Background: an optimization exercise with open tools, aiming at small area. Do not read the settings as production practice.
The RTL was checked by simulation tests, not by an equivalence proof against the original design.
Power and IR drop assume default switching activity. The flow treats the clock pin as an ideal source, which a real chip does not have.

$ cat flow/run.sh
#!/bin/bash
set -euo pipefail
export BUFFER_PORTS_ARGS="-buffer_cell sky130_fd_sc_hd__buf_1"
export CTS_ARGS="-sink_clustering_enable -repair_clock_nets -dont_use_dummy_load -buf_list sky130_fd_sc_hd__clkbuf_16 -sink_clustering_size 32 -sink_clustering_max_diameter 80"
bash standard.sh > standard_flow.log 2>&1
$ cat standard.sh
#!/bin/bash
# synth_recipe.tcl (not shown) runs the flow's synth.tcl, then flattens the netlist and writes it again
# the make line also repeats each setting of config.mk as NAME=value (left out here)
make -C /OpenROAD-flow-scripts/flow DESIGN_CONFIG=/design/flow/config.mk WORK_HOME=/design/flow/orfs CLKGATE_MAP_FILE= SYNTH_SCRIPT=/design/flow/synth_recipe.tcl "${@:-finish}"
$ cat config.mk
export PLATFORM = sky130hd
export DESIGN_NAME = almanac
export DESIGN_NICKNAME = almanac
export VERILOG_FILES = /design/flow/design.v
export SDC_FILE = /design/flow/constraint.sdc
export NUM_CORES = 4
export LEC_CHECK = 0
export CAP_MARGIN = 20
export CORE_MARGIN = 2
export CORE_UTILIZATION = 40
export CTS_BUF_LIST = sky130_fd_sc_hd__clkbuf_8
export CTS_CLUSTER_DIAMETER = 50
export CTS_CLUSTER_SIZE = 16
export PLACE_DENSITY = 0.6
export SLEW_MARGIN = 20
$ cat constraint.sdc
create_clock -name core_clock -period 14.0 [get_ports {clk}]
set_input_delay 2.8000 -clock core_clock [delete_from_list [all_inputs] [get_ports {clk}]]
set_output_delay 2.8000 -clock core_clock [all_outputs]
set_load 0.01 [all_outputs]
$ cat design.v
module almanac (
    input  wire        clk,
    input  wire        rst_n,        
    input  wire        xtal_edge,    
    input  wire        lock,         
    input  wire        bus_wr,
    input  wire        bus_rd,
    input  wire [4:0]  bus_addr,     
    input  wire [31:0] bus_wdata,
    output reg  [31:0] bus_rdata,
    output reg         bus_rvalid,
    output wire [47:0] count_o,
    output wire        wake
);
    reg [47:0] count;
    reg [15:0] shadow;
    reg        shadow_v;         
    reg [15:0] cnt_hi_pend;
    reg [15:0] cnt_commit_hi;    
    reg [31:0] cnt_commit_lo;
    reg        cnt_commit_v;     
    reg        cnt_hi_dirty;     
    reg        write_pending;
    reg [7:0]  epoch;
    reg        wrapped;
    reg        power_lost;
    reg        locked;
    reg [10:0] trim;             
    reg [10:0] trim_act;         
    reg [19:0] cyc;              
    reg [19:0] acc;              
    reg [1:0]  ctrl_en;
    reg [15:0] al0_hi_pend, al1_hi_pend;
    reg [15:0] al0_stage_hi, al1_stage_hi;
    reg [31:0] al0_stage_lo, al1_stage_lo;
    reg        al0_stage_en, al1_stage_en;
    reg        al0_stage_v, al1_stage_v;    
    reg        al0_hi_dirty, al1_hi_dirty;  
    reg        al0_pending, al1_pending;
    reg [47:0] al0_value, al1_value;
    reg        al0_value_v, al1_value_v;    
    reg        al0_en, al1_en;
    reg        al0_fired_r, al1_fired_r;
    reg [1:0]  al0_cause_r, al1_cause_r;
    reg        chk;              
    reg        chk_cc;           
    reg        chk_ac0, chk_ac1; 
    reg [31:0] backup [0:15];
    function automatic ge48(input [47:0] a, input [47:0] b);
        integer i;
        reg c;
        begin
            c = 1'b1;
            for (i = 0; i < 48; i = i + 1)
                c = (a[i] & ~b[i]) | ((a[i] | ~b[i]) & c);
            ge48 = c;
        end
    endfunction
    wire wr = bus_wr & ~lock;
    wire rd = bus_rd & ~lock;
    wire wr_count_lo = wr && bus_addr == 5'd0;
    wire wr_count_hi = wr && bus_addr == 5'd1;
    wire wr_trim     = wr && bus_addr == 5'd2;
    wire wr_control  = wr && bus_addr == 5'd3;
    wire wr_al_lo0   = wr && bus_addr == 5'd5;
    wire wr_al_hi0   = wr && bus_addr == 5'd6;
    wire wr_al_lo1   = wr && bus_addr == 5'd7;
    wire wr_al_hi1   = wr && bus_addr == 5'd8;
    wire [31:0] wdata_r = bus_wdata & {32{rst_n}};
    wire [15:0] wdata_z = bus_wdata[15:0] & {16{rst_n & ~lock}};
    wire [15:0] tw = bus_wdata[15:0];
    wire trim_ok = tw[15] ? (tw[14:10] == 5'h1f && tw[9:0] >= 10'd488)
                          : (tw[14:10] == 5'h00 && tw[9:0] <= 10'd536);
    genvar gi;
    wire        cyc_z19 = (cyc[18:0] == 19'd0);
    wire        c0      = cyc_z19 & ~cyc[19];
    wire [10:0] t_eff   = c0 ? trim : trim_act;
    wire        neg     = t_eff[10];
    wire [9:0]  t_x     = t_eff[9:0] ^ {10{neg}};
    wire [20:0] acc_sum;
    wire [20:0] ac;
    assign ac[0] = neg;
    generate
        for (gi = 0; gi < 20; gi = gi + 1) begin : g_acc
            if (gi < 10) begin : g_fa
                assign acc_sum[gi] = acc[gi] ^ t_x[gi] ^ ac[gi];
                assign ac[gi+1]    = (acc[gi] & t_x[gi]) | (ac[gi] & (acc[gi] ^ t_x[gi]));
            end else begin : g_ha
                assign acc_sum[gi] = acc[gi] ^ ac[gi];
                assign ac[gi+1]    = acc[gi] & ac[gi];
            end
        end
    endgenerate
    assign acc_sum[20] = ac[20];
    wire        marked  = acc_sum[20];
    wire [48:0] count_sum;
    wire        c1 = (count[0] & ~marked) | (marked & ~neg);
    assign count_sum[0] = count[0] ^ ~marked;
    wire [4:0]  ch_ones;         
    wire [5:0]  ch_pre;          
    wire [48:0] cc;
    assign ch_pre[0] = 1'b1;
    generate
        for (gi = 0; gi < 5; gi = gi + 1) begin : g_ch
            assign ch_ones[gi]  = &count[8*gi+8 : 8*gi+1];
            assign ch_pre[gi+1] = ch_pre[gi] & ch_ones[gi];
        end
        for (gi = 1; gi < 48; gi = gi + 1) begin : g_inc
            if ((gi - 1) % 8 == 0) begin : g_first
                assign cc[gi] = c1 & ch_pre[(gi - 1) / 8];
            end else begin : g_next
                assign cc[gi] = count[gi-1] & cc[gi-1];
            end
            assign count_sum[gi] = count[gi] ^ cc[gi];
        end
    endgenerate
    assign count_sum[48] = count[47] & cc[47];
    wire [19:0] cyc_inc = {cyc[18:0], cyc[19] ^ cyc[16] ^ cyc_z19};
    wire [7:0] epoch_inc;
    wire [8:0] ep_c;
    assign ep_c[0] = 1'b1;
    generate
        for (gi = 0; gi < 8; gi = gi + 1) begin : g_ep
            assign epoch_inc[gi] = epoch[gi] ^ ep_c[gi];
            assign ep_c[gi+1]    = epoch[gi] & ep_c[gi];
        end
    endgenerate
    wire        edge_commit = xtal_edge & write_pending;
    wire        al_commit0  = xtal_edge & al0_pending;
    wire        al_commit1  = xtal_edge & al1_pending;
    wire fire0 = chk & al0_en & ~al0_fired_r & ge48(count, al0_value);
    wire fire1 = chk & al1_en & ~al1_fired_r & ge48(count, al1_value);
    wire [1:0] ncause0 = chk_ac0 ? 2'b11 : chk_cc ? 2'b10 : 2'b01;
    wire [1:0] ncause1 = chk_ac1 ? 2'b11 : chk_cc ? 2'b10 : 2'b01;
    wire       al0_fired = al0_fired_r | fire0;
    wire       al1_fired = al1_fired_r | fire1;
    wire [1:0] al0_cause = fire0 ? ncause0 : al0_cause_r;
    wire [1:0] al1_cause = fire1 ? ncause1 : al1_cause_r;
    wire [31:0] status = {wrapped, power_lost, write_pending, locked,
                          12'd0, epoch,
                          al1_cause, al0_cause,
                          al1_fired, al0_fired, 2'b00};
    wire s_lo = ~bus_addr[4] & ~bus_addr[3];
    wire s0 = s_lo && bus_addr[2:0] == 3'd0;
    wire s1 = s_lo && bus_addr[2:0] == 3'd1 && shadow_v;
    wire s2 = s_lo && bus_addr[2:0] == 3'd2;
    wire s3 = s_lo && bus_addr[2:0] == 3'd3;
    wire s4 = s_lo && bus_addr[2:0] == 3'd4;
    wire s5 = s_lo && bus_addr[2:0] == 3'd5 && al0_value_v;
    wire s6 = s_lo && bus_addr[2:0] == 3'd6 && al0_value_v;
    wire s7 = s_lo && bus_addr[2:0] == 3'd7 && al1_value_v;
    wire s8 = ~bus_addr[4] & bus_addr[3] & bus_addr[2:0] == 3'd0 && al1_value_v;
    reg [31:0] rd_value;
    integer k;
    always @(*) begin
        rd_value = ({32{s0}} & count[31:0])
                 | ({32{s1}} & {16'd0, shadow})
                 | ({32{s2}} & {{5{trim[10]}}, trim})
                 | ({32{s3}} & {30'd0, ctrl_en})
                 | ({32{s4}} & status)
                 | ({32{s5}} & al0_value[31:0])
                 | ({32{s6}} & {16'd0, al0_value[47:32]})
                 | ({32{s7}} & al1_value[31:0])
                 | ({32{s8}} & {16'd0, al1_value[47:32]});
        for (k = 0; k < 16; k = k + 1)
            rd_value = rd_value | ({32{bus_addr == (5'd16 + k)}} & backup[k]);
    end
    always @(posedge clk) begin
        if (wr_count_lo) cnt_commit_lo <= bus_wdata;
        if (wr_count_lo & cnt_hi_dirty) cnt_commit_hi <= cnt_hi_pend;
        if (wr_al_lo0) begin
            al0_stage_lo <= bus_wdata;
            al0_stage_en <= ctrl_en[0];
        end
        if (wr_al_lo0 & al0_hi_dirty) al0_stage_hi <= al0_hi_pend;
        if (wr_al_lo1) begin
            al1_stage_lo <= bus_wdata;
            al1_stage_en <= ctrl_en[1];
        end
        if (wr_al_lo1 & al1_hi_dirty) al1_stage_hi <= al1_hi_pend;
        if (al_commit0) al0_value <= {al0_stage_hi, al0_stage_lo};
        if (al_commit1) al1_value <= {al1_stage_hi, al1_stage_lo};
        if (rd && bus_addr == 5'd0) shadow <= count[47:32];
        if (xtal_edge) trim_act <= t_eff;
        chk_cc  <= write_pending;
        chk_ac0 <= al0_pending;
        chk_ac1 <= al1_pending;
        bus_rdata <= rd_value;
    end
    genvar gk;
    generate
        for (gk = 0; gk < 16; gk = gk + 1) begin : g_bk
            wire we = ~rst_n | (wr & bus_addr == (5'd16 + gk));
            always @(posedge clk)
                if (we) backup[gk] <= wdata_r;
        end
    endgenerate
    always @(posedge clk) begin
        if (~rst_n | (wr_trim & trim_ok)) trim    <= wdata_r[10:0];
        if (~rst_n | wr_control)          ctrl_en <= wdata_r[1:0];
        if (~rst_n | lock | wr_count_hi) cnt_hi_pend <= wdata_z;
        if (~rst_n | lock | wr_al_hi0)   al0_hi_pend <= wdata_z;
        if (~rst_n | lock | wr_al_hi1)   al1_hi_pend <= wdata_z;
        if (~rst_n | xtal_edge)
            count <= {48{rst_n}} & (edge_commit ? {cnt_commit_hi, cnt_commit_lo}
                                                : count_sum[47:0]);
    end
    always @(posedge clk) begin
        if (!rst_n) begin
            shadow_v      <= 1'b0;
            cnt_hi_dirty  <= 1'b1;
            al0_hi_dirty  <= 1'b1;
            al1_hi_dirty  <= 1'b1;
            cnt_commit_v  <= 1'b0;
            write_pending <= 1'b0;
            epoch         <= 8'd0;
            wrapped       <= 1'b1;
            power_lost    <= 1'b1;
            locked        <= 1'b1;
            cyc           <= 20'd0;
            acc           <= 20'hfffff;
            al0_stage_v   <= 1'b0;
            al1_stage_v   <= 1'b0;
            al0_pending   <= 1'b0;
            al1_pending   <= 1'b0;
            al0_value_v   <= 1'b0;
            al1_value_v   <= 1'b0;
            al0_en        <= 1'b0;
            al1_en        <= 1'b0;
            al0_fired_r   <= 1'b0;
            al1_fired_r   <= 1'b0;
            al0_cause_r   <= 2'b00;
            al1_cause_r   <= 2'b00;
            chk           <= 1'b0;
            bus_rvalid    <= 1'b0;
        end else begin
            chk <= xtal_edge;
            if (xtal_edge) begin
                cyc <= cyc_inc;
                acc <= acc_sum[19:0];
                if (edge_commit) begin
                    epoch      <= epoch_inc;
                    wrapped    <= 1'b0;
                    power_lost <= 1'b0;
                end else if (count_sum[48]) begin
                    wrapped    <= 1'b1;
                end
            end
            if (al_commit0) begin
                al0_en      <= al0_stage_en;
                al0_value_v <= 1'b1;
            end
            if (al_commit1) begin
                al1_en      <= al1_stage_en;
                al1_value_v <= 1'b1;
            end
            al0_fired_r <= al0_fired & ~al_commit0;
            al1_fired_r <= al1_fired & ~al_commit1;
            al0_cause_r <= al_commit0 ? 2'b00 : al0_cause;
            al1_cause_r <= al_commit1 ? 2'b00 : al1_cause;
            write_pending <= wr_count_lo | (write_pending & ~xtal_edge);
            al0_pending   <= wr_al_lo0   | (al0_pending & ~xtal_edge);
            al1_pending   <= wr_al_lo1   | (al1_pending & ~xtal_edge);
            if (wr_count_lo) cnt_commit_v <= 1'b1;
            if (wr_al_lo0)   al0_stage_v  <= 1'b1;
            if (wr_al_lo1)   al1_stage_v  <= 1'b1;
            if (wr_count_hi) cnt_hi_dirty <= 1'b1;
            else if (lock & cnt_commit_v) cnt_hi_dirty <= 1'b0;
            if (wr_al_hi0) al0_hi_dirty <= 1'b1;
            else if (lock & al0_stage_v) al0_hi_dirty <= 1'b0;
            if (wr_al_hi1) al1_hi_dirty <= 1'b1;
            else if (lock & al1_stage_v) al1_hi_dirty <= 1'b0;
            if (lock) locked <= 1'b1;
            if (rd && bus_addr == 5'd0) shadow_v <= 1'b1;
            if (rd && bus_addr == 5'd4) locked <= 1'b0;
            bus_rvalid <= rd;
        end
    end
    assign count_o = count;
    assign wake    = al0_fired | al1_fired;
endmodule
==> metrics.yaml, run 1 <==
r2r-end: "count[47]"
portBuffers: 124
relSlewSlack_pct: 28.0
ant_nets: 0
setup_slack_ps: 3700
ioPinCount: 125
antenna_found_initial: 7
synth_cell_type_count: 75
syn2layout_area_growth_pct: 8.66
status: "no timing/DRC/antenna violations"
place_congestion: 0.867
seq_power_share_pct: 65.5
grt_pass1_vias: 22000
finalCriticalPeriod_ps: 10300
drt_iter0_markers: 3273
crit_family: "adder cells"
clk_pin_slew_worst_paths_ps: 120
ctsResizeCount: 0
cts_setup_buffers: 0
core_area_mm2: 0.0950
fmax_ghz: 0.0971
seq_area_mm2: 0.0289
layout-drive-gt1-share_pct: 7.00
final_util_pct: 43.9
synthesis.instances: 2412
cpMostUsedCell: "ha_1"
fin_area_mm2: 0.0417
syn_nets: 2522
cp_slowest_cell: "mux2i_1"
dp.cells: 3752
combPwrFrac_pct: 9.0
cts_tree: "done"
fp.dieH_um: 314
synth.yosys.warnings: 2
power_density_mw_per_mm2: 131
drv_cap: 0
critPathCaptureType: "register"
grt_pass1_wl_um: 164000
synth_flop_cell: "edfxtp_1"
hold_end: "al0_value[3]"
post-route-drc-count: 0
holdPathStages: 0
setup-violations-final: 0
synthTopCellsByArea: "edfxtp_1 (70%), dfxtp_1 (5.6%), a22oi_1 (2.4%)"
fin_nets: 2641
slew_violations: 0
cts_hold_buf: 0
hold_viol_final: 0
power_switching_uw: 1300
firstDrtPassIters: 7
die-width_um: 314
p_sw_share_pct: 23.9
multi_input_area_mm2: 0.00899
grt_use_total_pct: 23.3
cp_num_buf_inv: 4
p_int_uw: 4140
synth_area_mm2: 0.0384
fin_skew_ps: 82.4
required_ps: 14450
place_ws_ps: 3670
post_dp_cell_area_mm2: 0.0407
ys_seq_elements: 998
synth.largest_area_cell: "edfxtp_1"
reg2reg_depth: 40
rsz0062_at_grt: "no"
worstPathArrival_ps: 10750
finalSetupTns_ps: 0
criticalPathCategory: "register to register"
cts_max_path_buffers: 3
fillers: 8445
placementRows: 113
clockPowerShare_pct: 25.5
cts.htree.levels: 2
clock_sinks: 998
wl_um: 116000
synthArstFlopShare_pct: 0
via_per_inst: 6.08
max-vdd-ir-drop_mv: 0.0824
cts-root-buf: "clkbuf_16"
worstPathMaxFanout: 12
stdcell_count: 3795
syn_area_per_cell_um2: 15.9
finalCritPeriodShare_pct: 73.6
critPathMaxStageDelay_ps: 730
wire_per_inst_um: 30.7
r2r_setup_slack_ps: 3700
dp_hpwl_um: 73900
vias: 23100
tightestPinTransition_ps: 1080
clk_latency_ps: 660
fp.dieArea_mm2: 0.0985
startpoint_type: "register"
r2r_start: "cyc[3]"
synth_edf_count: 890
seq_area_frac_synth_pct: 75.2
grt_overflow_total: 0
hold_path.class: "register to register"
start_util_pct: 40.4
worstHoldStart: "al0_stage_lo[3]"
cts_made_buffers: 41
grt_max_degree: 84
leakage_uw: 0.0139
synth_top_area_share_pct: 69.6
[layout by cell type (no fill, tap or decap), types with 10 or more instances in the layout]
cell	netlist	layout
nand2b_1	41	40
o22ai_1	12	12
nor3_1	19	15
a21oi_1	15	15
nor2_4	0	13
a21boi_0	52	52
nor2b_1	51	51
a222oi_1	46	46
nor2_1	42	26
o21ai_0	26	25
xnor2_1	10	10
inv_1	76	74
ha_1	58	58
clkbuf_16	0	41
a22oi_1	123	123
mux2i_1	36	36
dfxtp_1	108	108
buf_4	2	61
nand2_1	221	204
and2_1	56	55
maj3_1	14	14
nand3_1	30	30
edfxtp_1	890	890
nand4_1	54	54
a22o_1	73	73
nand2_2	0	17
and3_1	15	15
a221oi_1	80	80
buf_1	4	122
[cells in the mapped netlist, types with 30 or more instances]
cell type,number
nand2_1,221
dfxtp_1,108
ha_1,58
inv_1,76
nand2b_1,41
clkbuf_1,79
and2_1,56
a22o_1,73
nand4_1,54
nor2_1,42
a221oi_1,80
a21boi_0,52
nor2b_1,51
a222oi_1,46
edfxtp_1,890
a22oi_1,123
mux2i_1,36
nand3_1,30
[area by class of cell]
type                       instances  area share [%]
sequential                       998            69.2
multi-input combinational       1228            21.5
tap                             1265            3.79
clock buffer                      41            2.46
timing repair buffer             186            2.28
inverter                          76           0.684
antenna                            1         0.00600
[worst max path at each step]
stage	start	endpoint	depth (start not counted)
final	cyc[3]	count[47]	40
after global routing	cyc[13]	count[47]	41
after CTS	cyc[3]	count[47]	40
after detailed placement	cyc[3]	count[47]	40
after global placement	cyc[0]	count[47]	41
after floorplan	cyc[3]	count[47]	39
[per-layer routing]
layer	GRT usage, %	part of all wire, %	vias up
met5	0	0.015	-
met4	7.70	3.5	2
met3	4.32	10	179
met2	37.0	46	1310
met1	32.5	40	11900
li1	-	-	9705
[state kept, by name (all words and copies together) (netlist names), 20 cells and up]
| signal | count |
|---|---|
| al1_stage_lo | 32 |
| count | 48 |
| al0_stage_lo | 32 |
| al1_value | 48 |
| bus_rdata | 32 |
| cyc | 20 |
| backup | 512 |
| cnt_commit_lo | 32 |
| acc | 20 |
| al0_value | 48 |
[power groups by stage]
stage | Combinational (uW) | Sequential [uW] | Clock (uW)
finish | 489 | 3570 | 1390
global route | 538 | 3580 | 1500
CTS | 491 | 3560 | 1410
detailed placement | 488 | 3630 | 0
global placement | 474 | 3620 | 0
floorplan | 279 | 3590 | 0
[metrics by stage]
stage | power (uW) | hold slack [ps]
after CTS | 5460 | 365
after floorplan | 3870 | 344
after global placement | 4100 | 356
after global routing | 5620 | 380
after detailed placement | 4120 | 355
final | 5450 | 356
[cells by family (layout without fill, tap and decap cells)]
logic type / count (synthesis) / in the layout / synth area share, %
flip-flops: 998 / 998 / 75.2
AND/OR/NAND/NOR: 574 / 574 / 7.65
AO/OA/AOI/OAI: 507 / 507 / 10.8
buffers and inverters: 186 / 303 / 1.92
adder cells (fa/ha/maj): 84 / 84 / 2.81
multiplexers: 45 / 45 / 1.20
XOR/XNOR: 18 / 18 / 0.411
other: 0 / 1 / 0
==> run 2, diff against run 1 <==
==> flow/run.sh (replaced) <==
#!/bin/bash
set -euo pipefail
export BUFFER_PORTS_ARGS="-buffer_cell sky130_fd_sc_hd__buf_1"
export CTS_ARGS="-sink_clustering_enable -repair_clock_nets -dont_use_dummy_load -buf_list sky130_fd_sc_hd__clkbuf_8 -sink_clustering_size 16 -sink_clustering_max_diameter 50"
bash standard.sh > standard_flow.log 2>&1
==> metrics.yaml, run 2 <==
ys_seq_elements: 998  # unchanged
grt_overflow_total: 0  # unchanged
synthesis.instances: 2412  # unchanged
largest_reg_flops: 512  # unchanged
tightestPinTransition_ps: 1110  # +32.4 ps
wire_per_inst_um: 30.6  # -0.37%
final_cell_mix: "edfxtp_1 (890), nand2_1 (204), a22oi_1 (123)"
rsz0062_at_grt: "no"
grt_max_degree: 84  # unchanged
core_area_mm2: 0.0950  # unchanged
synth_area_mm2: 0.0384  # unchanged
die-width_um: 314  # unchanged
grt_pass1_wl_um: 166000  # +0.63%
relSlewSlack_pct: 25.8  # -2.2 points
finalCriticalPeriod_ps: 10270  # -31.1 ps
drv_cap: 0  # unchanged
drt_iter0_markers: 3152  # -3.7%
dp.cells: 3752  # unchanged
holdPathStages: 0  # unchanged
cts_hold_buf: 0  # unchanged
fp.dieArea_mm2: 0.0985  # unchanged
critPathCaptureType: "register"
syn_nets: 2522  # unchanged
stdcell_count: 3842  # +1.2%
cts.htree.levels: 3  # +1
start_util_pct: 40.4  # unchanged
syn_area_per_cell_um2: 15.9  # unchanged
antenna_found_initial: 5  # -2
netlist_top_cells_count: "edfxtp_1 (890), nand2_1 (221), a22oi_1 (123)"
whs_ps: 362  # +6.29 ps
synth_edf_count: 890  # unchanged
slew_violations: 0  # unchanged
clk_latency_ps: 760  # +100 ps
reg2reg_depth: 40  # unchanged
ctsResizeCount: 0  # unchanged
critPathMaxStageDelay_ps: 740  # about the same
worstPathArrival_ps: 10800  # +50 ps
cp_slowest_cell: "mux2i_1"
synth.yosys.warnings: 2  # unchanged
grt_use_total_pct: 23.5  # +0.23 points
cts_setup_buffers: 0  # unchanged
synth_flop_cell: "edfxtp_1"
ioPinCount: 125  # unchanged
cts_made_buffers: 87  # +110%
hold_path.class: "register to register"
layout_commonest_cell: "edfxtp_1"
cts_tree: "done"
fmax_ghz: 0.0974  # +0.30%
fin_nets: 2687  # +1.7%
leakage_uw: 0.0140  # +0.87%
fin_area_mm2: 0.0419  # +0.42%
criticalPathCategory: "register to register"
top_register: "backup"
synth_cell_type_count: 75  # unchanged
synth_top_area_share_pct: 69.6  # unchanged
fp.dieH_um: 314  # unchanged
synth.largest_area_cell: "edfxtp_1"
fin_skew_ps: 92.5  # +10.1 ps
finalSetupTns_ps: 0  # unchanged
ant_nets: 0  # unchanged
max-vdd-ir-drop_mv: 0.0806  # -2.2%
synthArstFlopShare_pct: 0  # unchanged
vias: 23300  # +0.91%
wl_um: 117000  # +0.86%
grt_pass1_vias: 22400  # +2.0%
r2r_setup_slack_ps: 3730  # +30 ps
startpoint_type: "register"
clock_sinks: 998  # unchanged
layout-drive-gt1-share_pct: 8.66  # +1.7 points
finalCritPeriodShare_pct: 73.4  # -0.22 points
post-route-drc-count: 0  # unchanged
total_power_uw: 5520  # +1.3%
cts-root-buf: "clkbuf_8"
power_density_mw_per_mm2: 132  # +0.89%
synth_most_common_cell: "edfxtp_1"
syn2layout_area_growth_pct: 9.11
worstPathMaxFanout: 12  # unchanged
placementRows: 113  # unchanged
status: "no timing/DRC/antenna violations"
hold_viol_final: 0  # unchanged
required_ps: 14530  # +80 ps
via_per_inst: 6.06  # -0.33%
post_dp_cell_area_mm2: 0.0407  # unchanged
firstDrtPassIters: 8  # +1
cpMostUsedCell: "ha_1"
place_congestion: 0.867  # unchanged
portBuffers: 124  # unchanged
setup-violations-final: 0  # unchanged
dp_hpwl_um: 73900  # unchanged
synthTopCellsByArea: "edfxtp_1 (70%), dfxtp_1 (5.6%), a22oi_1 (2.4%)"
cts_max_path_buffers: 3  # unchanged
seq_area_frac_synth_pct: 75.2  # unchanged
clk_pin_slew_worst_paths_ps: 100  # -20 ps
==> run 2: cell counts after synthesis <==
Identical to the previous run, type by type.
==> run 2: cell families after synthesis <==
group	count (synthesis)	synth area share, %
adders and majority gates	84	2.81
DFF	998	75.2
and+or+nand+nor	574	7.65
buffers and inverters	186	1.92
AOI/OAI and AO/OA	507	10.8
muxes	45	1.20
xor gates and xnor gates	18	0.411
==> run 2: metrics by stage <==
stage / setup WS (ps) / utilization, %
after floorplan: 4970 / -
after global routing: 3080 / 44.1
final: 3730 / 44.1
after CTS: 3610 / 44.1
after detailed placement: 3670 / 42.8
after global placement: 3820 / 42.8
==> run 2: power breakdown <==
group	switching, uW	internal [uW]	total, uW
clock network	907	555	1460
registers	112	3450	3570
logic	328	160	488
==> run 2: path summary, 6_finish.rpt <==
kind | start | end
setup / recovery | cyc[3] | count[47]
setup reg to reg | cyc[3] | count[47]
hold / removal | al1_hi_pend[1] | al1_stage_hi[1]
hold reg to reg | al1_hi_pend[1] | al1_stage_hi[1]
==> run 2: area by class of cell <==
| class | count | area, um^2 |
|---|---|---|
| tap | 1265 | 1580 |
| clock buffer | 87 | 1200 |
| multi-input combinational | 1228 | 8990 |
| sequential | 998 | 28900 |
| fill | 8461 | 53100 |
| inverter | 76 | 285 |
| antenna | 2 | 5.00 |
| timing repair buffer | 186 | 951 |
==> run 2: critical path, delay by kind of cell (launching register included) <==
kind	cells	cell delay [ps]
adders and majority gates	26	6400
and+or+nand+nor	6	1460
muxes	2	940
buffers and inverters	4	600
DFF	1	330
AOI/OAI and AO/OA	1	200
xor gates and xnor gates	1	160
==> run 2: routing by layer <==
layer  vias to the layer above  track usage, %  part of all wire (%)  routed length (um)
met5                         -               0                 0.014                  17
met4                         2            9.99                   4.1                4760
met3                       212            4.50                    10               12000
met2                      1287            36.8                    46               54000
met1                     12000            32.3                    40               46600
li1                       9782               -                     -                   -
==> run 3, diff against run 2 <==
==> flow/run.sh (replaced) <==
#!/bin/bash
# The standard layout (standard.sh) with these changes:
#  - ABC maps for area: a copy of ORFS's scripts folder whose abc_speed.script
#    is replaced by flow/abc_area.script (nothing else in the copy changes)
#  - port buffers start as the smallest buffer (repair_design resizes them)
#  - clock tree without dummy balancing loads, clkbuf_16 sink buffers
set -euo pipefail
cp -r "$FLOW_HOME/scripts" ./orfs_scripts
cp flow/abc_area.script ./orfs_scripts/abc_speed.script
export SCRIPTS_DIR="$PWD/orfs_scripts"
export BUFFER_PORTS_ARGS="-buffer_cell sky130_fd_sc_hd__buf_1"
export CTS_ARGS="-sink_clustering_enable -repair_clock_nets -dont_use_dummy_load -buf_list sky130_fd_sc_hd__clkbuf_16 -sink_clustering_size 28 -sink_clustering_max_diameter 60"
bash standard.sh > standard_flow.log 2>&1
==> flow/abc_area.script (new file) <==
strash
dch -f
map -a
strash
dch -f
map -a
strash
dch -f
map -a
topo
stime -c
dnsize -c
==> config.mk (replaced) <==
export PLATFORM = sky130hd
export DESIGN_NAME = almanac
export DESIGN_NICKNAME = almanac
export VERILOG_FILES = /design/flow/design.v
export SDC_FILE = /design/flow/constraint.sdc
export NUM_CORES = 4
export LEC_CHECK = 0
export CAP_MARGIN = 20
export CORE_MARGIN = 2
export CORE_UTILIZATION = 60
export PLACE_DENSITY = 0.75
export SLEW_MARGIN = 20
==> metrics.yaml, run 3 <==
status: "no timing/DRC/antenna violations"
wire_per_inst_um: 31.4  # +2.6%
cts-root-buf: "clkbuf_16"
layout-drive-gt1-share_pct: 6.40  # -2.3 points
netlist_top_cells_count: "edfxtp_1 (890), nand2_1 (299), a22oi_1 (209)"
slew_violations: 0  # unchanged
num_antenna_cells: 0  # -2
ys_seq_elements: 998  # unchanged
placementRows: 91  # -19%
cts_tree: "done"
wl_um: 109000  # -7.6%
relSlewSlack_pct: 22.2  # -3.6 points
worstPathArrival_ps: 11910  # +1110 ps
drv_cap: 0  # unchanged
synth.largest_area_cell: "edfxtp_1"
leakage_uw: 0.0134  # -4.4%
syn2layout_area_growth_pct: 9.36
synth_most_common_cell: "edfxtp_1"
core_area_mm2: 0.0615  # -35%
fp.dieArea_mm2: 0.0639  # -35%
hold_path.class: "register to register"
synth_cell_type_count: 40  # -47%
criticalPathCategory: "register to register"
multi_input_area_mm2: 0.00775  # -14%
vias: 23600  # +1.5%
setup-violations-final: 0  # unchanged
hold_viol_final: 0  # unchanged
cts_setup_buffers: 0  # unchanged
cp_slowest_cell: "nor2_1"
critPathMaxStageDelay_ps: 820  # +80 ps
largest_reg_flops: 512  # unchanged
cts_made_buffers: 51  # -41%
fin_skew_ps: 79.9  # -12.6 ps
cpMostUsedCell: "ha_1"
cts_hold_buf: 0  # unchanged
drt_iter0_markers: 3645  # +16%
post-route-drc-count: 0  # unchanged
worstPathMaxFanout: 17  # +5
required_ps: 14340  # -190 ps
startpoint_type: "register"
clock_sinks: 998  # unchanged
dp_hpwl_um: 68000  # -8.0%
tightestPinTransition_ps: 1160  # +49.5 ps
clk_latency_ps: 670  # -90 ps
finalSetupTns_ps: 0  # unchanged
finalCritPeriodShare_pct: 82.6  # +9.3 points
firstDrtPassIters: 6  # -2
fp.dieH_um: 253  # -19%
synthArstFlopShare_pct: 0  # unchanged
synth_area_mm2: 0.0371  # -3.3%
antenna_found_initial: 8  # +3
ctsResizeCount: 0  # unchanged
seq_area_frac_synth_pct: 77.8  # +2.6 points
post_dp_cell_area_mm2: 0.0393  # -3.4%
final_cell_mix: "edfxtp_1 (890), nand2_1 (287), a22oi_1 (209)"
finalCriticalPeriod_ps: 11570  # +1300 ps
clk_pin_slew_worst_paths_ps: 100  # about the same
syn_nets: 2542  # +0.79%
portBuffers: 124  # unchanged
layout_commonest_cell: "edfxtp_1"
grt_pass1_vias: 23000  # +2.5%
via_per_inst: 6.83  # +13%
synth_top_area_share_pct: 72.0  # +2.4 points
synthTopCellsByArea: "edfxtp_1 (72%), dfxtp_1 (5.8%), a22oi_1 (4.2%)"
synth_edf_count: 890  # unchanged
fillers: 4228  # -50%
synth.yosys.warnings: 2  # unchanged
cts.htree.levels: 2  # -1
max-vdd-ir-drop_mv: 0.131  # +63%
critPathCaptureType: "register"
place_congestion: 0.978  # +13%
top_register: "backup"
seq_area_mm2: 0.0289  # unchanged
synth_flop_cell: "edfxtp_1"
fin_area_mm2: 0.0406  # -3.1%
grt_use_total_pct: 34.1  # +11 points
ioPinCount: 125  # unchanged
synthesis.instances: 2432  # +0.83%
grt_max_degree: 66  # -21%
rsz0062_at_grt: "no"
power_density_mw_per_mm2: 137  # +3.9%
cts_max_path_buffers: 3  # unchanged
fmax_ghz: 0.0864  # -11%
fin_nets: 2782  # +3.5%
die-width_um: 253  # -19%
grt_pass1_wl_um: 154000  # -6.9%
ant_nets: 0  # unchanged
syn_area_per_cell_um2: 15.3  # -4.1%
start_util_pct: 60.4  # +20 points
grt_overflow_total: 0  # unchanged
[run 3: cell types whose count changed in the layout (fill, tap and decap cells not counted), moves of 62 or more]
cell | before | now
a22o_1 | 73 | 7
a22oi_1 | 123 | 209
nand2_1 | 204 | 287
clkinv_1 | 0 | 198
clkbuf_8 | 87 | 0
a21oi_1 | 15 | 99
o22ai_1 | 12 | 74
inv_1 | 74 | 0
nor2_1 | 26 | 107
[run 3: metal layers]
| metal | GRT usage (%) | vias to the layer above | share of wire (%) |
|---|---|---|---|
| met3 | 8.69 | 307 | 13 |
| met5 | 0 | - | 0.072 |
| met1 | 45.8 | 11600 | 35 |
| met2 | 53.3 | 1803 | 46 |
| li1 | - | 9927 | - |
| met4 | 15.0 | 12 | 4.8 |
[run 3: final cells by class]
| class | instances | area share, % |
|---|---|---|
| Sequential cell | 998 | 71.2 |
| Multi-Input combinational cell | 1233 | 19.1 |
| Clock buffer | 51 | 3.14 |
| Tap cell | 790 | 2.43 |
| Timing Repair Buffer | 187 | 2.31 |
| Inverter | 201 | 1.86 |
[run 3: report_power, final]
group | total [uW] | switching, uW | internal [uW]
clock | 1520 | 869 | 648
combinational | 490 | 335 | 155
sequential | 3550 | 90.5 | 3460
total | 5560 | 1290 | 4260
[run 3: final timing paths]
check                start        end  slack [ps]  cells past startpoint
max                cyc[10]  count[47]        2430                     46
max reg2reg        cyc[10]  count[47]        2430                     46
min reg2reg  write_pending     chk_cc         350                      0
min          write_pending     chk_cc         350                      0
[run 3: cells by family (layout without fill, tap and decap cells)]
kind of cell | count (synthesis) | after routing | synth area share, %
adder cells (fa/ha/maj) | 68 | 68 | 2.47
AO/OA/AOI/OAI | 590 | 590 | 11.0
XOR/XNOR | 15 | 15 | 0.354
AND/OR/NAND/NOR | 560 | 560 | 6.33
flip-flops | 998 | 998 | 77.8
buffers and inverters | 201 | 439 | 2.03
[run 3: critical path, delay by kind of cell (launching register included)]
family	cells	cell delay (ps)
AO/OA/AOI/OAI	2	270
XOR/XNOR	1	270
adder cells (fa/ha/maj)	26	6210
buffers and inverters	4	660
flip-flops	1	300
AND/OR/NAND/NOR	13	3570
[run 3: metrics by stage]
step	cells	total power, uW	util, %	worst slack, ps	hold slack (ps)
floorplan	2432	3870	-	4420	338
finish	3460	5560	66.0	2430	348
CTS	3458	5550	66.0	2440	353
global route	3460	5710	66.0	1650	361
global placement	3407	4070	63.9	2790	342
detailed placement	3407	4100	63.9	2470	346
==> run 4, diff against run 3 <==
--- a/config.mk
+++ b/config.mk
@@ -5,8 +5,8 @@
 export SDC_FILE = /design/flow/constraint.sdc
 export NUM_CORES = 4
 export LEC_CHECK = 0
-export CAP_MARGIN = 20
+export CAP_MARGIN = 10
 export CORE_MARGIN = 2
 export CORE_UTILIZATION = 60
 export PLACE_DENSITY = 0.75
-export SLEW_MARGIN = 20
+export SLEW_MARGIN = 10
==> metrics.yaml, run 4 <==
synth_cell_type_count: 40  # unchanged
relSlewSlack_pct: 15.6  # -6.6 points
clk_pin_slew_worst_paths_ps: 100  # about the same
via_per_inst: 6.88  # +0.69%
fin_skew_ps: 78.6  # -1.28 ps
cpMostUsedCell: "ha_1"
dp.cells: 3407  # unchanged
portBuffers: 124  # unchanged
clk_latency_ps: 670  # about the same
synth_flop_cell: "edfxtp_1"
ant_nets: 0  # unchanged
setup-violations-final: 0  # unchanged
core_area_mm2: 0.0615  # unchanged
rsz0062_at_grt: "no"
clockPowerShare_pct: 27.3  # about the same
final_cell_mix: "edfxtp_1 (890), nand2_1 (287), a22oi_1 (209)"
leakage_uw: 0.0134  # about the same
grt_max_degree: 66  # unchanged
critPathCaptureType: "register"
power_density_mw_per_mm2: 137  # about the same
die-width_um: 253  # unchanged
clock_sinks: 998  # unchanged
fp.dieH_um: 253  # unchanged
synthesis.instances: 2432  # unchanged
cts_made_buffers: 51  # unchanged
cts_setup_buffers: 0  # unchanged
placementRows: 91  # unchanged
firstDrtPassIters: 6  # unchanged
startpoint_type: "register"
synthTopCellsByArea: "edfxtp_1 (72%), dfxtp_1 (5.8%), a22oi_1 (4.2%)"
finalSetupTns_ps: 0  # unchanged
fp.dieArea_mm2: 0.0639  # unchanged
drt_iter0_markers: 3748  # +2.8%
max-vdd-ir-drop_mv: 0.132  # +0.64%
ctsResizeCount: 0  # unchanged
p_sw_share_pct: 23.3  # +0.030 points
netlist_top_cells_count: "edfxtp_1 (890), nand2_1 (299), a22oi_1 (209)"
final_util_pct: 66.0  # about the same
dp_hpwl_um: 68000  # unchanged
cts-root-buf: "clkbuf_16"
layout-drive-gt1-share_pct: 6.18  # -0.22 points
ys_seq_elements: 998  # unchanged
antenna_found_initial: 8  # unchanged
finalCritPeriodShare_pct: 83.0  # +0.40 points
grt_pass1_vias: 23000  # unchanged
grt_pass1_wl_um: 154000  # unchanged
stdcell_count: 3461  # +0.029%
grt_overflow_total: 0  # unchanged
post-route-drc-count: 0  # unchanged
wire_per_inst_um: 31.4  # +0.16%
synth_top_area_share_pct: 72.0  # unchanged
vias: 23800  # +0.72%
fin_nets: 2780  # -0.072%
grt_use_total_pct: 34.1  # unchanged
cts_max_path_buffers: 3  # unchanged
seq_power_share_pct: 63.9  # about the same
largest_reg_flops: 512  # unchanged
drv_cap: 0  # unchanged
finalCriticalPeriod_ps: 11620  # +55.9 ps
power_switching_uw: 1300  # +0.17%
critPathMaxStageDelay_ps: 840  # +20 ps
required_ps: 14340  # about the same
syn_area_per_cell_um2: 15.3  # unchanged
synth_area_mm2: 0.0371  # unchanged
layout_commonest_cell: "edfxtp_1"
cts.htree.levels: 2  # unchanged
p_int_uw: 4260  # about the same
combPwrFrac_pct: 8.8  # about the same
synthArstFlopShare_pct: 0  # unchanged
worstPathArrival_ps: 11970  # +60 ps
hold_viol_final: 0  # unchanged
synth_edf_count: 890  # unchanged
syn_nets: 2542  # unchanged
synth_most_common_cell: "edfxtp_1"
cp_slowest_cell: "nor2_1"
synth.largest_area_cell: "edfxtp_1"
top_register: "backup"
hold_path.class: "register to register"
tightestPinTransition_ps: 1260  # +98.3 ps
slew_violations: 0  # unchanged
fmax_ghz: 0.0860  # -0.48%
whs_ps: 348  # -0.179 ps
place_congestion: 0.978  # unchanged
syn2layout_area_growth_pct: 9.31  # about the same
criticalPathCategory: "register to register"
start_util_pct: 60.4  # unchanged
worstPathMaxFanout: 17  # unchanged
seq_area_frac_synth_pct: 77.8  # unchanged
cts_hold_buf: 0  # unchanged
synth.yosys.warnings: 2  # unchanged
wl_um: 109000  # +0.19%
status: "no timing/DRC/antenna violations"
ioPinCount: 125  # unchanged
cts_tree: "done"
run 4: cell types whose count changed in the layout (fill, tap and decap cells not counted), sizes merged:
| cell | previous run | this run |
|---|---|---|
| buf | 186 | 184 |
| diode | 0 | 3 |
run 4: kinds of logic after synthesis:
| logic type | after synthesis | synth area share, % |
|---|---|---|
| AOI/OAI and AO/OA | 590 | 11.0 |
| xor gates and xnor gates | 15 | 0.354 |
| adders and majority gates | 68 | 2.47 |
| buffers and inverters | 201 | 2.03 |
| DFF | 998 | 77.8 |
| and+or+nand+nor | 560 | 6.33 |
run 4: power groups by stage:
stage                     Clock (uW)  Combinational [uW]  Sequential (uW)
after floorplan                    0                 274             3600
after global placement             0                 461             3600
after detailed placement           0                 483             3620
after CTS                       1520                 487             3550
after global routing            1600                 539             3570
final                           1520                 490             3550
run 4: per-layer routing:
metal	wire [um]	part of all wire, %	GRT usage [%]	up-vias
li1	-	-	-	9926
met3	14800	14	8.69	318
met5	78	0.072	0	-
met2	50000	46	53.3	1910
met4	5340	4.9	15.0	12
met1	38500	35	45.8	11600
run 4: critical path: cells and delay by family, from the launching register on:
kind / cells / cell delay, ps
flops: 1 / 300
simple gates: 13 / 3610
xor+xnor: 1 / 270
buf+inv: 4 / 670
compound gates: 2 / 280
fa+ha+maj: 26 / 6220
run 4: layout make-up:
type,instances,area [um^2]
Timing Repair Buffer,185,925
Fill cell,4224,20900
Sequential cell,998,28900
Antenna cell,3,7.51
Tap cell,790,988
Multi-Input combinational cell,1233,7740
Clock buffer,51,1280
Inverter,201,757
run 4: metrics by stage:
stage	worst slack, ps	power, uW	instance area [um^2]
global placement	2790	4070	39300
floorplan	4420	3870	37100
CTS	2440	5550	40600
detailed placement	2470	4100	39300
finish	2380	5560	40600
global route	1650	5710	40600
run 4: path summary, 6_finish.rpt:
kind,startpoint,end,slack [ps],cells past startpoint
setup / recovery,cyc[10],count[47],2380,46
hold / removal,write_pending,chk_cc,350,0
setup reg to reg,cyc[10],count[47],2380,46
hold reg to reg,write_pending,chk_cc,350,0
==> run 5, diff against run 4 <==
--- a/flow/run.sh
+++ b/flow/run.sh
@@ -9,5 +9,5 @@
 cp flow/abc_area.script ./orfs_scripts/abc_speed.script
 export SCRIPTS_DIR="$PWD/orfs_scripts"
 export BUFFER_PORTS_ARGS="-buffer_cell sky130_fd_sc_hd__buf_1"
-export CTS_ARGS="-sink_clustering_enable -repair_clock_nets -dont_use_dummy_load -buf_list sky130_fd_sc_hd__clkbuf_16 -sink_clustering_size 28 -sink_clustering_max_diameter 60"
+export CTS_ARGS="-sink_clustering_enable -repair_clock_nets -dont_use_dummy_load -buf_list sky130_fd_sc_hd__clkbuf_16 -sink_clustering_size 32 -sink_clustering_max_diameter 80"
 bash standard.sh > standard_flow.log 2>&1
--- a/config.mk
+++ b/config.mk
@@ -5,8 +5,8 @@
 export SDC_FILE = /design/flow/constraint.sdc
 export NUM_CORES = 4
 export LEC_CHECK = 0
-export CAP_MARGIN = 10
+export CAP_MARGIN = 20
 export CORE_MARGIN = 2
 export CORE_UTILIZATION = 60
 export PLACE_DENSITY = 0.75
-export SLEW_MARGIN = 10
+export SLEW_MARGIN = 20
==> metrics.yaml, run 5 <==
dp_hpwl_um: 68000  # unchanged
cts_setup_buffers: 0  # unchanged
clock_sinks: 998  # unchanged
relSlewSlack_pct: 24.0  # +8.4 points
power_density_mw_per_mm2: 133  # -2.6%
synthArstFlopShare_pct: 0  # unchanged
synth_area_mm2: 0.0371  # unchanged
fmax_ghz: 0.0863  # +0.37%
fp.dieH_um: 253  # unchanged
dp.cells: 3407  # unchanged
clk_pin_slew_worst_paths_ps: 120  # +20 ps
synth_top_area_share_pct: 72.0  # unchanged
cts_tree: "done"
fillers: 4269  # +1.1%
cts_max_path_buffers: 3  # unchanged
slew_violations: 0  # unchanged
criticalPathCategory: "register to register"
setup-violations-final: 0  # unchanged
synth_edf_count: 890  # unchanged
r2r-end: "count[47]"
synth_cell_type_count: 40  # unchanged
syn2layout_area_growth_pct: 8.54
critPathCaptureType: "register"
layout-drive-gt1-share_pct: 5.98  # -0.20 points
hold_path.class: "register to register"
post-route-drc-count: 0  # unchanged
dr_wl_met3_um: 14700  # -0.39%
layout_commonest_cell: "edfxtp_1"
synth.largest_area_cell: "edfxtp_1"
vias: 23700  # -0.38%
seq_area_frac_synth_pct: 77.8  # unchanged
startpoint: "cyc[4]"
largest_reg_flops: 512  # unchanged
grt_use_total_pct: 34.0  # -0.10 points
met2_length_um: 49800  # -0.35%
synthTopCellsByArea: "edfxtp_1 (72%), dfxtp_1 (5.8%), a22oi_1 (4.2%)"
cpMostUsedCell: "ha_1"
wire_per_inst_um: 31.3  # -0.20%
reg2reg_depth: 44  # -4.3%
grt_pass1_vias: 22900  # -0.59%
via_per_inst: 6.88  # about the same
num_antenna_cells: 0  # -3
r2r_setup_slack_ps: 2420  # +40 ps
syn_area_per_cell_um2: 15.3  # unchanged
final_cell_mix: "edfxtp_1 (890), nand2_1 (287), a22oi_1 (209)"
start_util_pct: 60.4  # unchanged
antenna_found_initial: 5  # -3
max-vdd-ir-drop_mv: 0.117  # -11%
cts-root-buf: "clkbuf_16"
synth.yosys.warnings: 2  # unchanged
stdcell_count: 3447  # -0.40%
hold_viol_final: 0  # unchanged
cts_made_buffers: 39  # -24%
grt_overflow_total: 0  # unchanged
firstDrtPassIters: 8  # +2
placementRows: 91  # unchanged
wl_um: 108000  # -0.61%
place_congestion: 0.978  # unchanged
top_layer_used: "met5"
synthesis.instances: 2432  # unchanged
portBuffers: 124  # unchanged
r2r_start: "cyc[4]"
drt_iter0_markers: 3891  # +3.8%
worstPathMaxFanout: 17  # unchanged
grt_pass1_wl_um: 154000  # about the same
ctsResizeCount: 0  # unchanged
finalSetupTns_ps: 0  # unchanged
rsz0062_at_grt: "no"
fin_skew_ps: 92.1  # +13.6 ps
cp_slowest_cell: "nor2_1"
leakage_uw: 0.0132  # -1.1%
core_area_mm2: 0.0615  # unchanged
status: "no timing/DRC/antenna violations"
clk_latency_ps: 640  # -30 ps
critPathMaxStageDelay_ps: 820  # -20 ps
finalCriticalPeriod_ps: 11580  # -43.4 ps
worstPathArrival_ps: 11940  # -30 ps
wl_met1_um: 38200  # -0.82%
cts.htree.levels: 2  # unchanged
synth_flop_cell: "edfxtp_1"
finalCritPeriodShare_pct: 82.7  # -0.31 points
fin_nets: 2769  # -0.40%
ant_nets: 0  # unchanged
total_power_uw: 5380  # -3.3%
tightestPinTransition_ps: 1140  # -125 ps
drv_cap: 0  # unchanged
fp.dieArea_mm2: 0.0639  # unchanged
netlist_top_cells_count: "edfxtp_1 (890), nand2_1 (299), a22oi_1 (209)"
die-width_um: 253  # unchanged
cts_hold_buf: 0  # unchanged
ioPinCount: 125  # unchanged
grt_max_degree: 66  # unchanged
ys_seq_elements: 998  # unchanged
required_ps: 14360  # +20 ps
synth_most_common_cell: "edfxtp_1"
crit_path_end: "count[47]"
syn_nets: 2542  # unchanged
top_register: "backup"
startpoint_type: "register"
[run 5: cell types whose count changed in the layout (fill, tap and decap cells not counted)]
cell and delta:
a2111oi_0 -1, a2111oi_1 +1, buf_4 +1, clkbuf_16 -12, diode_2 -3, nor2_1 -5, nor2_2 +5
[run 5: how the worst min path moves through the flow]
stage,end,depth (start not counted),slack (ps),start
finish,chk_cc,0,370,write_pending
global route,chk_cc,0,370,write_pending
CTS,chk_ac1,0,360,al1_pending
detailed placement,chk_ac1,0,350,al1_pending
global placement,chk_ac1,0,340,al1_pending
floorplan,chk_ac0,0,340,al0_pending
[run 5: logic make-up (layout without fill, tap and decap cells)]
group	count (synthesis)	in the layout	synth area share (%)
AND/OR/NAND/NOR	560	560	6.33
buffers and inverters	201	426	2.03
flip-flops	998	998	77.8
XOR/XNOR	15	15	0.354
adder cells (fa/ha/maj)	68	68	2.47
AO/OA/AOI/OAI	590	590	11.0
[run 5: metal layers]
layer / vias to the layer above / GRT usage [%]
li1: 9895 / -
met1: 11600 / 46.9
met2: 1880 / 53.4
met3: 309 / 6.91
met4: 8 / 14.2
met5: - / 0
[run 5: power by group]
group	internal (uW)	total, uW	switching (uW)
combinational	154	490	336
sequential	3460	3550	90.2
clock	506	1340	831
total	4120	5380	1260
[run 5: metrics by stage]
stage	setup slack [ps]	hold WS [ps]	util [%]	cell area [um^2]
2_1_floorplan	4420	338	-	37100
3_3_place_gp	2790	342	63.9	39300
3_5_place_dp	2470	346	63.9	39300
4_1_cts	2480	364	65.5	40300
5_1_grt	1630	373	65.5	40300
6_report	2420	366	65.5	40300
[run 5: final cells by class]
type                    count  area, um^2  share of cell area, %
flip-flops and latches    998       28900                   71.7
multi-input cells        1233        7750                   19.2
well taps                 790         988                   2.45
clock buffers              39         976                   2.42
repair buffers            186         932                   2.31
inverters                 201         757                   1.88
[run 5: critical path, delay by kind of cell (launching register included)]
kind / cells / cell delay, ps
and+or+nand+nor: 12 / 3630
buffers and inverters: 3 / 600
adders and majority gates: 26 / 6220
DFF: 1 / 340
xor gates and xnor gates: 1 / 270
AOI/OAI and AO/OA: 2 / 280
==> run 6, diff against run 5 <==
--- a/config.mk
+++ b/config.mk
@@ -7,6 +7,6 @@
 export LEC_CHECK = 0
 export CAP_MARGIN = 20
 export CORE_MARGIN = 2
-export CORE_UTILIZATION = 60
-export PLACE_DENSITY = 0.75
+export CORE_UTILIZATION = 70
+export PLACE_DENSITY = 0.85
 export SLEW_MARGIN = 20
==> metrics.yaml, run 6 <==
clk_pin_slew_worst_paths_ps: 120  # about the same
grt_max_degree: 66  # unchanged
dp_hpwl_um: 66800  # -1.7%
cpMostUsedCell: "ha_1"
antenna_found_initial: 3  # -2
synth_cell_type_count: 40  # unchanged
cts_tree: "done"
syn2layout_area_growth_pct: 7.91
cts_setup_buffers: 0  # unchanged
ctsResizeCount: 0  # unchanged
top_register: "backup"
firstDrtPassIters: 6  # -2
finalSetupTns_ps: 0  # unchanged
holdPathStages: 0  # unchanged
synthTopCellsByArea: "edfxtp_1 (72%), dfxtp_1 (5.8%), a22oi_1 (4.2%)"
fp.dieArea_mm2: 0.0549  # -14%
hold_path.class: "register to register"
synth.largest_area_cell: "edfxtp_1"
place_congestion: 1.01  # +3.2%
synth.yosys.warnings: 2  # unchanged
clock_sinks: 998  # unchanged
hold_viol_final: 0  # unchanged
cts.htree.levels: 2  # unchanged
fin_nets: 2762  # -0.25%
post-route-drc-count: 0  # unchanged
grt_pass1_vias: 23600  # +3.3%
fp.dieH_um: 234  # -7.3%
grt_use_total_pct: 39.8  # +5.8 points
final_cell_mix: "edfxtp_1 (890), nand2_1 (291), a22oi_1 (209)"
fmax_ghz: 0.0854  # -1.1%
seq_power_share_pct: 66.2  # +0.2 points
required_ps: 14300  # -60 ps
reg2reg_depth: 44  # unchanged
drv_cap: 0  # unchanged
status: "no timing/DRC/antenna violations"
via_per_inst: 7.26  # +5.5%
syn_nets: 2542  # unchanged
core_area_mm2: 0.0524  # -15%
ioPinCount: 125  # unchanged
cts-root-buf: "clkbuf_16"
clk_latency_ps: 630  # about the same
tightestPinTransition_ps: 1220  # +84.1 ps
cts_made_buffers: 38  # -2.6%
synthesis.instances: 2432  # unchanged
cts_hold_buf: 0  # unchanged
power_switching_uw: 1260  # about the same
worstPathMaxFanout: 17  # unchanged
start_util_pct: 70.8  # +10 points
synth_top_area_share_pct: 72.0  # unchanged
leakage_uw: 0.0132  # -0.32%
wire_per_inst_um: 32.4  # +3.5%
ant_nets: 0  # unchanged
combPwrFrac_pct: 9.2  # about the same
critPathMaxStageDelay_ps: 780  # -40 ps
drt_iter0_markers: 4453  # +14%
die-width_um: 234  # -7.3%
critPathCaptureType: "register"
final_util_pct: 76.4  # +11 points
slew_violations: 0  # unchanged
cp.depth: 44  # unchanged
layout_commonest_cell: "edfxtp_1"
crit_family: "adder cells"
wl_um: 108000  # +0.29%
criticalPathCategory: "register to register"
netlist_top_cells_count: "edfxtp_1 (890), nand2_1 (299), a22oi_1 (209)"
rsz0062_at_grt: "no"
largest_reg_flops: 512  # unchanged
fin_skew_ps: 60.6  # -31.6 ps
p_sw_share_pct: 23.4  # +0.061 points
synthArstFlopShare_pct: 0  # unchanged
synth_edf_count: 890  # unchanged
finalCriticalPeriod_ps: 11710  # +125 ps
cp_slowest_cell: "nor2_1"
r2r_setup_slack_ps: 2290  # -120 ps
portBuffers: 124  # unchanged
synth_area_mm2: 0.0371  # unchanged
synth_most_common_cell: "edfxtp_1"
grt_pass1_wl_um: 153000  # -0.56%
syn_area_per_cell_um2: 15.3  # unchanged
startpoint_type: "register"
setup-violations-final: 0  # unchanged
synth_flop_cell: "edfxtp_1"
ys_seq_elements: 998  # unchanged
cp_num_buf_inv: 3  # unchanged
clockPowerShare_pct: 24.6  # -0.3 points
grt_overflow_total: 0  # unchanged
seq_area_frac_synth_pct: 77.8  # unchanged
p_int_uw: 4110  # -0.27%
power_density_mw_per_mm2: 134  # +0.40%
vias: 24200  # +2.3%
placementRows: 84  # -7.7%
finalCritPeriodShare_pct: 83.6  # +0.89 points
max-vdd-ir-drop_mv: 0.116  # -0.95%
worstPathArrival_ps: 12010  # +70 ps
layout-drive-gt1-share_pct: 5.55  # -0.44 points
cts_max_path_buffers: 3  # unchanged
relSlewSlack_pct: 18.4  # -5.6 points
==> run 6: cell counts after synthesis <==
No cell type changed its count.
==> run 6: per-stage QoR <==
stage / power [uW] / setup WS (ps) / instance area (um^2) / hold slack, ps / instances
finish: 5360 / 2290 / 40100 / 366 / 3340
global route: 5500 / 1680 / 40100 / 366 / 3338
CTS: 5340 / 2570 / 40000 / 363 / 3338
detailed placement: 4090 / 2610 / 39100 / 345 / 3300
global placement: 4050 / 3050 / 39100 / 341 / 3300
floorplan: 3870 / 4420 / 37100 / 338 / 2432
==> run 6: worst paths after layout <==
| kind | startpoint | to |
|---|---|---|
| setup reg to reg | cyc[4] | count[47] |
| hold reg to reg | write_pending | chk_cc |
| setup / recovery | cyc[4] | count[47] |
| hold / removal | write_pending | chk_cc |
==> run 6: cells by family (layout without fill, tap and decap cells) <==
| group | Yosys count | in the layout | share of synthesized area, % |
|---|---|---|---|
| xor gates and xnor gates | 15 | 15 | 0.354 |
| buffers and inverters | 201 | 419 | 2.03 |
| adders and majority gates | 68 | 68 | 2.47 |
| other | 0 | 2 | 0 |
| AOI/OAI and AO/OA | 590 | 590 | 11.0 |
| DFF | 998 | 998 | 77.8 |
| and+or+nand+nor | 560 | 560 | 6.33 |
==> run 6: per-layer routing <==
| metal | GRT usage, % | wire [um] | up-vias | share of wire [%] |
|---|---|---|---|---|
| li1 | - | - | 9871 | - |
| met1 | 51.8 | 34400 | 11500 | 32 |
| met2 | 61.5 | 49300 | 2396 | 46 |
| met3 | 10.4 | 17000 | 525 | 16 |
| met4 | 23.2 | 7570 | 4 | 7.0 |
| met5 | 0 | 27 | - | 0.025 |
==> run 6: layout make-up <==
cell class | count | area (um^2)
Multi-Input combinational cell | 1233 | 7710
Antenna cell | 2 | 5.00
Sequential cell | 998 | 28900
Clock buffer | 38 | 951
Tap cell | 688 | 861
Fill cell | 2962 | 12400
Timing Repair Buffer | 180 | 887
Inverter | 201 | 757
==> run 6: power by group through the flow <==
stage / Sequential, uW / Clock [uW] / Combinational (uW)
2_1_floorplan: 3600 / 0 / 274
3_3_place_gp: 3600 / 0 / 448
3_5_place_dp: 3620 / 0 / 477
4_1_cts: 3550 / 1310 / 481
5_1_grt: 3570 / 1400 / 535
6_report: 3550 / 1320 / 491
==> run 7, diff against run 6 <==
--- a/flow/run.sh
+++ b/flow/run.sh
@@ -9,5 +9,5 @@
 cp flow/abc_area.script ./orfs_scripts/abc_speed.script
 export SCRIPTS_DIR="$PWD/orfs_scripts"
 export BUFFER_PORTS_ARGS="-buffer_cell sky130_fd_sc_hd__buf_1"
-export CTS_ARGS="-sink_clustering_enable -repair_clock_nets -dont_use_dummy_load -buf_list sky130_fd_sc_hd__clkbuf_16 -sink_clustering_size 32 -sink_clustering_max_diameter 80"
+export CTS_ARGS="-sink_clustering_enable -repair_clock_nets -dont_use_dummy_load -buf_list sky130_fd_sc_hd__clkbuf_16 -sink_clustering_size 36 -sink_clustering_max_diameter 60"
 bash standard.sh > standard_flow.log 2>&1
==> metrics.yaml, run 7 <==
largest_reg_flops: 512  # unchanged
grt_use_total_pct: 40.1  # +0.32 points
synth.yosys.warnings: 2  # unchanged
critPathMaxStageDelay_ps: 560  # -220 ps
ant_nets: 0  # unchanged
total_power_uw: 5520  # +2.9%
drv_cap: 0  # unchanged
final_cell_mix: "edfxtp_1 (890), nand2_1 (291), a22oi_1 (209)"
layout-drive-gt1-share_pct: 5.98  # +0.43 points
required_ps: 11200  # -3100 ps
synth_most_common_cell: "edfxtp_1"
firstDrtPassIters: 8  # +2
antenna_found_initial: 4  # +1
fp.dieH_um: 234  # unchanged
wire_per_inst_um: 32.4  # -0.16%
clock_sinks: 998  # unchanged
r2r-end: "count[47]"
fp.dieArea_mm2: 0.0549  # unchanged
rsz0062_at_grt: "no"
ctsResizeCount: 0  # unchanged
cts.htree.levels: 2  # unchanged
use_met3_pct: 10.9  # +0.51 points
via_per_inst: 7.26  # about the same
crit_path_end: "wake"
startpoint: "count[2]"
finalCriticalPeriod_ps: 11280  # -426 ps
cp_slowest_cell: "edfxtp_1"
power_density_mw_per_mm2: 137  # +2.2%
synth.largest_area_cell: "edfxtp_1"
synth_area_mm2: 0.0371  # unchanged
grt_overflow_total: 0  # unchanged
hold_path.class: "register to register"
critPathCaptureType: "output pin"
post_dp_cell_area_mm2: 0.0391  # unchanged
vias: 24300  # +0.24%
drt_iter0_markers: 4523  # +1.6%
die-width_um: 234  # unchanged
tightestPinTransition_ps: 1180  # -43.6 ps
fin_nets: 2773  # +0.40%
max-vdd-ir-drop_mv: 0.111  # -4.5%
fin_skew_ps: 69.0  # +8.41 ps
grt_pass1_vias: 23800  # +0.94%
setup-violations-final: 0  # unchanged
reg2reg_depth: 46  # +4.5%
seq_area_frac_synth_pct: 77.8  # unchanged
post-route-drc-count: 0  # unchanged
fin_area_mm2: 0.0403  # +0.69%
placementRows: 84  # unchanged
syn_area_per_cell_um2: 15.3  # unchanged
cts_made_buffers: 49  # +29%
hold_viol_final: 0  # unchanged
synthesis.instances: 2432  # unchanged
criticalPathCategory: "register to output pin"
netlist_top_cells_count: "edfxtp_1 (890), nand2_1 (299), a22oi_1 (209)"
top_usage_layer: "met2"
synthArstFlopShare_pct: 0  # unchanged
synth_flop_cell: "edfxtp_1"
worstPathMaxFanout: 8  # -9
grt_pass1_wl_um: 154000  # +0.35%
clk_pin_slew_worst_paths_ps: 80  # -40 ps
fmax_ghz: 0.0886  # +3.8%
startpoint_type: "register"
cts-root-buf: "clkbuf_16"
synthTopCellsByArea: "edfxtp_1 (72%), dfxtp_1 (5.8%), a22oi_1 (4.2%)"
ioPinCount: 125  # unchanged
syn2layout_area_growth_pct: 8.65
cts_setup_buffers: 0  # unchanged
cpMostUsedCell: "a21oi_1"
synth_top_area_share_pct: 72.0  # unchanged
slew_violations: 0  # unchanged
relSlewSlack_pct: 21.3  # +2.9 points
ys_seq_elements: 998  # unchanged
finalCritPeriodShare_pct: 80.6  # -3.0 points
cts_hold_buf: 0  # unchanged
cts_max_path_buffers: 3  # unchanged
status: "no timing/DRC/antenna violations"
cts_tree: "done"
synth_cell_type_count: 40  # unchanged
whs_ps: 358  # -8.08 ps
start_util_pct: 70.8  # unchanged
use_met1_pct: 51.9  # +0.12 points
dp_hpwl_um: 66800  # unchanged
setup_slack_ps: 2720  # +426 ps
place_congestion: 1.01  # unchanged
finalSetupTns_ps: 0  # unchanged
portBuffers: 124  # unchanged
r2r_setup_slack_ps: 2770  # +480 ps
use_met2_pct: 61.8  # +0.37 points
layout_commonest_cell: "edfxtp_1"
top_register: "backup"
core_area_mm2: 0.0524  # unchanged
place_ws_ps: 2610  # unchanged
r2r_start: "cyc[10]"
clk_latency_ps: 650  # +20 ps
synth_edf_count: 890  # unchanged
worstPathArrival_ps: 8480  # -3530 ps
leakage_uw: 0.0133  # +1.0%
fillers: 2930  # -1.1%
syn_nets: 2542  # unchanged
grt_max_degree: 66  # unchanged
wl_um: 109000  # +0.14%
-- run 7: cell counts after synthesis --
Identical to the previous run, type by type.
-- run 7: final cells by class --
class	instances	area (um^2)	share of cell area (%)
Antenna cell	1	2.50	0.00620
Clock buffer	49	1230	3.04
Inverter	201	757	1.88
Multi-Input combinational cell	1233	7710	19.1
Sequential cell	998	28900	71.6
Tap cell	688	861	2.13
Timing Repair Buffer	180	887	2.20
-- run 7: layer usage --
| layer | vias up | part of all wire, % |
|---|---|---|
| met4 | 8 | 7.3 |
| met5 | - | 0.045 |
| met3 | 532 | 16 |
| met1 | 11500 | 32 |
| li1 | 9897 | - |
| met2 | 2372 | 45 |
-- run 7: through the flow --
stage,utilization (%),cells
floorplan,-,2432
global placement,74.5,3300
detailed placement,74.5,3300
CTS,76.9,3349
global route,76.9,3349
finish,76.9,3350
-- run 7: critical path, delay by kind of cell, from the launching register on --
kind,cells,cell delay (ps)
AO/OA/AOI/OAI,33,6490
adder cells (fa/ha/maj),1,330
buffers and inverters,1,180
flip-flops,1,560
AND/OR/NAND/NOR,2,300
-- run 7: how the worst min path moves through the flow --
stage,end,start,cells after the start,slack [ps]
2_1_floorplan,chk_ac0,al0_pending,0,340
3_3_place_gp,chk_cc,write_pending,0,340
3_5_place_dp,chk_ac0,al0_pending,0,340
4_1_cts,chk_cc,write_pending,0,360
5_1_grt,chk_cc,write_pending,0,360
6_report,chk_cc,write_pending,0,360
-- run 7: power breakdown --
group          total, uW  switching, uW  leakage (uW)  internal (uW)
clock network       1480            852      0.000604            625
registers           3550           95.5       0.00943           3460
logic                492            337       0.00328            155
total               5520           1280        0.0133           4240
-- run 7: kinds of logic (layout without fill, tap and decap cells) --
logic type | Yosys count | in the layout | share of synthesized area (%)
AND/OR/NAND/NOR | 560 | 560 | 6.33
adder cells (fa/ha/maj) | 68 | 68 | 2.47
AO/OA/AOI/OAI | 590 | 590 | 11.0
buffers and inverters | 201 | 430 | 2.03
other | 0 | 1 | 0
XOR/XNOR | 15 | 15 | 0.354
flip-flops | 998 | 998 | 77.8

re-timing with driven ports:
The results above use ideal ports. As a check the final layouts listed here were re-extracted and re-timed, cells and wires unchanged.
Step 1: set_driving_cell puts a clkbuf_16 on clk and a buf_2 on each other input, an assumption about the parent block.
Step 2 moves the port delays by t, midway between the first and last clock arrival at a register: inputs arrive t later, outputs are due t later. That takes back most of the time a late clock gives input paths.
Three values: no drivers, after step 1, after step 2; two values: the first two.
run	t, ns	setup slack, ns	worst data-port slew with drivers (ns)	cell pins on the clock port's net
run 1	0.678	3.698 / 3.698 / 3.698	0.09	1
run 2	0.771	3.729 / 3.729 / 3.729	0.08	1
run 3	0.697	2.431 / 2.431 / 2.431	0.14	1
run 4	0.698	2.375 / 2.375 / 2.375	0.14	1
run 5	0.660	2.419 / 2.419 / 2.419	0.13	1
run 6	0.656	2.294 / 2.294 / 2.294	0.14	1
run 7	0.682	2.720 / 2.660 / 2.775	0.15	1
After both steps setup and hold are still met in every run listed.
